Background: an optimization exercise with open tools, aiming at small area, a short achievable clock period and few clock cycles per item. Do not read the settings as production practice. The RTL was checked by simulation tests, not by an equivalence proof against the original design.

Setup of onyx:
Design das_combine, start of the top module:
module das_combine (
    input  wire        clk,
    input  wire        rst,           
    input  wire        in_valid,
    output wire        in_ready,
    input  wire [23:0] in_phx,        
    input  wire [23:0] in_phy,
    input  wire [23:0] in_px,
    input  wire [23:0] in_py,
    input  wire [15:0] in_ax,         
    input  wire [15:0] in_ay,
    input  wire [15:0] in_qx,
    input  wire [15:0] in_qy,
    input  wire [31:0] in_fade_thr,   
    output reg         out_valid,
    output reg  [23:0] out_d,         
    output reg         out_fade
);
export LEC_CHECK = 0
export ABC_AREA = 1
export CAP_MARGIN = 20
export CORE_MARGIN = 2
export CORE_UTILIZATION = 50
export CTS_BUF_LIST = sky130_fd_sc_hd__clkbuf_8 sky130_fd_sc_hd__clkbuf_16
export CTS_CLUSTER_DIAMETER = 100
export CTS_CLUSTER_SIZE = 20
export PLACE_DENSITY = 0.7
export SLEW_MARGIN = 20
create_clock -name core_clock -period 15.0 [get_ports {clk}]
standard.sh (not shown) runs the stock make flow with config.mk's settings and CLKGATE_MAP_FILE= SYNTH_SCRIPT=/design/flow/synth_recipe.tcl, a recipe that flattens the netlist after the stock synthesis.
==> flow/flow/run.sh <==
#!/bin/bash
# Layout flow: the standard ORFS layout (standard.sh, unchanged synthesis,
# floorplan, placement, CTS, routing), with the resizer's setup repair asked to
# leave 9.5 ns of slack on the 15 ns clock instead of 0, so that it sizes and
# buffers the critical paths for a shorter achieved period.  The clock period,
# the SDC and all constraints are the design's; only the repair target moves.
set -euo pipefail
bash standard.sh SETUP_SLACK_MARGIN=9.5 finish > standard_flow.log 2>&1
onyx reached the final stage; the timing, DRC and antenna checks on its layout passed.
Testbench counts of onyx, summed over its fixed seeds: cycles 12,080, items 12,000.
--- input diff onyx..maple ---
# onyx
export LEC_CHECK = 0
export ABC_AREA = 1
export CAP_MARGIN = 20
export CORE_MARGIN = 2
export CORE_UTILIZATION = 50
export CTS_BUF_LIST = sky130_fd_sc_hd__clkbuf_8 sky130_fd_sc_hd__clkbuf_16
export CTS_CLUSTER_DIAMETER = 100
export CTS_CLUSTER_SIZE = 20
export PLACE_DENSITY = 0.7
export SLEW_MARGIN = 20
create_clock -name core_clock -period 15.0 [get_ports {clk}]
# maple
export LEC_CHECK = 0
export ABC_AREA = 1
export CAP_MARGIN = 20
export CORE_MARGIN = 2
export CORE_UTILIZATION = 50
export CTS_BUF_LIST = sky130_fd_sc_hd__clkbuf_4 sky130_fd_sc_hd__clkbuf_8
export CTS_CLUSTER_DIAMETER = 70
export CTS_CLUSTER_SIZE = 14
export PLACE_DENSITY = 0.7
export SLEW_MARGIN = 20
create_clock -name core_clock -period 15.0 [get_ports {clk}]
diff --git a/flow/flow/run.sh b/flow/flow/run.sh
--- a/flow/flow/run.sh
+++ b/flow/flow/run.sh
@@ -4 +4 @@
-# leave 9.5 ns of slack on the 15 ns clock instead of 0, so that it sizes and
+# leave 9.65 ns of slack on the 15 ns clock instead of 0, so that it sizes and
@@ -8 +8 @@
-bash standard.sh SETUP_SLACK_MARGIN=9.5 finish > standard_flow.log 2>&1
+bash standard.sh SETUP_SLACK_MARGIN=9.65 finish > standard_flow.log 2>&1
--- outcome ---
Cell area ended up about 2.6% higher on maple than on onyx. Maximum fanout encountered on the critical timing path: maple and onyx compared, higher one is maple. maple reports its launch point of the worst path as ceF[8] while onyx reports ds[6].w[7]. On first-iteration DRC count, maple tracks onyx almost exactly. maple — layout buffering overhead excluding clock cells 0.97 points higher, onyx as reference. The setup slack in maple sits 0.17 ns above the value recorded for onyx. Any difference in number of I/O pins between maple and onyx is small enough to ignore. Changes observed in maple relative to onyx: length of routed met3 wiring increased about 10%; wire length increased 2.0%.
Edits applied to the flow inputs when going from maple to zinc:
# maple
export LEC_CHECK = 0
export ABC_AREA = 1
export CAP_MARGIN = 20
export CORE_MARGIN = 2
export CORE_UTILIZATION = 50
export CTS_BUF_LIST = sky130_fd_sc_hd__clkbuf_4 sky130_fd_sc_hd__clkbuf_8
export CTS_CLUSTER_DIAMETER = 70
export CTS_CLUSTER_SIZE = 14
export PLACE_DENSITY = 0.7
export SLEW_MARGIN = 20
create_clock -name core_clock -period 15.0 [get_ports {clk}]
# zinc
export LEC_CHECK = 0
export ABC_AREA = 1
export CAP_MARGIN = 20
export CORE_MARGIN = 2
export CORE_UTILIZATION = 50
export CTS_BUF_LIST = sky130_fd_sc_hd__clkbuf_4 sky130_fd_sc_hd__clkbuf_8
export PLACE_DENSITY = 0.7
export SLEW_MARGIN = 20
create_clock -name core_clock -period 15.0 [get_ports {clk}]
diff --git a/flow/flow/run.sh b/flow/flow/run.sh
--- a/flow/flow/run.sh
+++ b/flow/flow/run.sh
@@ -4 +4 @@
-# leave 9.65 ns of slack on the 15 ns clock instead of 0, so that it sizes and
+# leave 9.5 ns of slack on the 15 ns clock instead of 0, so that it sizes and
@@ -8 +8 @@
-bash standard.sh SETUP_SLACK_MARGIN=9.65 finish > standard_flow.log 2>&1
+bash standard.sh SETUP_SLACK_MARGIN=9.5 finish > standard_flow.log 2>&1
Findings:
Diff maple -> zinc: flop-to-flop setup slack shows a reduction of 0.13 ns, depth of the critical timing path with buffers and inverters included went up by 14%, utilization fell 0.42 points, relative area change from synthesis to final layout now smaller, final area went down by 0.73%.
Cmp zinc vs maple: global-route met2 utilization lower in zinc
Sort maple and zinc by routing usage on met3 asc -> top: zinc
zinc reached the final stage; the timing, DRC and antenna checks on its layout passed.
[zinc] number of resized instances in the post-cts repair step fell 158 relative to maple
#### Input delta (indigo over zinc)
# zinc
export LEC_CHECK = 0
export ABC_AREA = 1
export CAP_MARGIN = 20
export CORE_MARGIN = 2
export CORE_UTILIZATION = 50
export CTS_BUF_LIST = sky130_fd_sc_hd__clkbuf_4 sky130_fd_sc_hd__clkbuf_8
export PLACE_DENSITY = 0.7
export SLEW_MARGIN = 20
create_clock -name core_clock -period 15.0 [get_ports {clk}]
# indigo
export LEC_CHECK = 0
export ABC_AREA = 1
export CAP_MARGIN = 20
export CORE_MARGIN = 2
export CORE_UTILIZATION = 50
export CTS_BUF_LIST = sky130_fd_sc_hd__clkbuf_4 sky130_fd_sc_hd__clkbuf_8
export CTS_CLUSTER_DIAMETER = 70
export CTS_CLUSTER_SIZE = 14
export PLACE_DENSITY = 0.7
export SLEW_MARGIN = 20
create_clock -name core_clock -period 15.0 [get_ports {clk}]
[summary]
- NOTE: total number of H-tree levels in indigo falls short of that of zinc
- The final reports for indigo and zinc show non-clock buffer count higher in the former.
- Run comparison: indigo cell with the largest stage delay on the worst path sky130_fd_sc_hd__edfxtp_1; zinc cell with the largest stage delay on the worst path sky130_fd_sc_hd__fa_1
- Area added between synthesis and finish: indigo vs zinc down 2.3 points
- Changes observed in indigo relative to zinc: final critical-path required period -0.0043 ns.

-- static timing again, ports no longer ideal --
How much do the figures lean on ideal ports? The routed layouts below were timed once more, with nothing changed but the port constraints. Step 1 sets driving cells, clkbuf_16 on the clock port and buf_2 on the other inputs (assumed; they add their load-dependent delay and slew). Step 2, shift: input delay + t, output delay - t, t = (earliest + latest rising clock arrival at the registers) / 2. This alone moves slack from input paths to output paths. a / b / c = ideal / step 1 / step 2; a / b = the first two.
| run | t (ns) | setup slack, ns | hold WS [ns] | worst register clock-pin slew, ns |
|---|---|---|---|---|
| onyx | 0.801 | 9.552 / 9.552 / 8.904 | 0.310 / 0.310 / 0.310 | 0.10 / 0.10 |
| maple | 1.004 | 9.725 / 9.725 / 8.870 | 0.305 / 0.305 / 0.305 | 0.11 / 0.11 |
| zinc | 1.035 | 9.596 / 9.596 / 8.701 | 0.272 / 0.272 / 0.272 | 0.08 / 0.08 |
| indigo | 0.942 | 9.600 / 9.600 / 8.717 | 0.311 / 0.311 / 0.311 | 0.10 / 0.10 |
After both steps setup and hold are still met in every run listed. The setup slack of zinc, which loses most, moves by 0.000 ns with the drivers and by -0.895 ns with both steps.
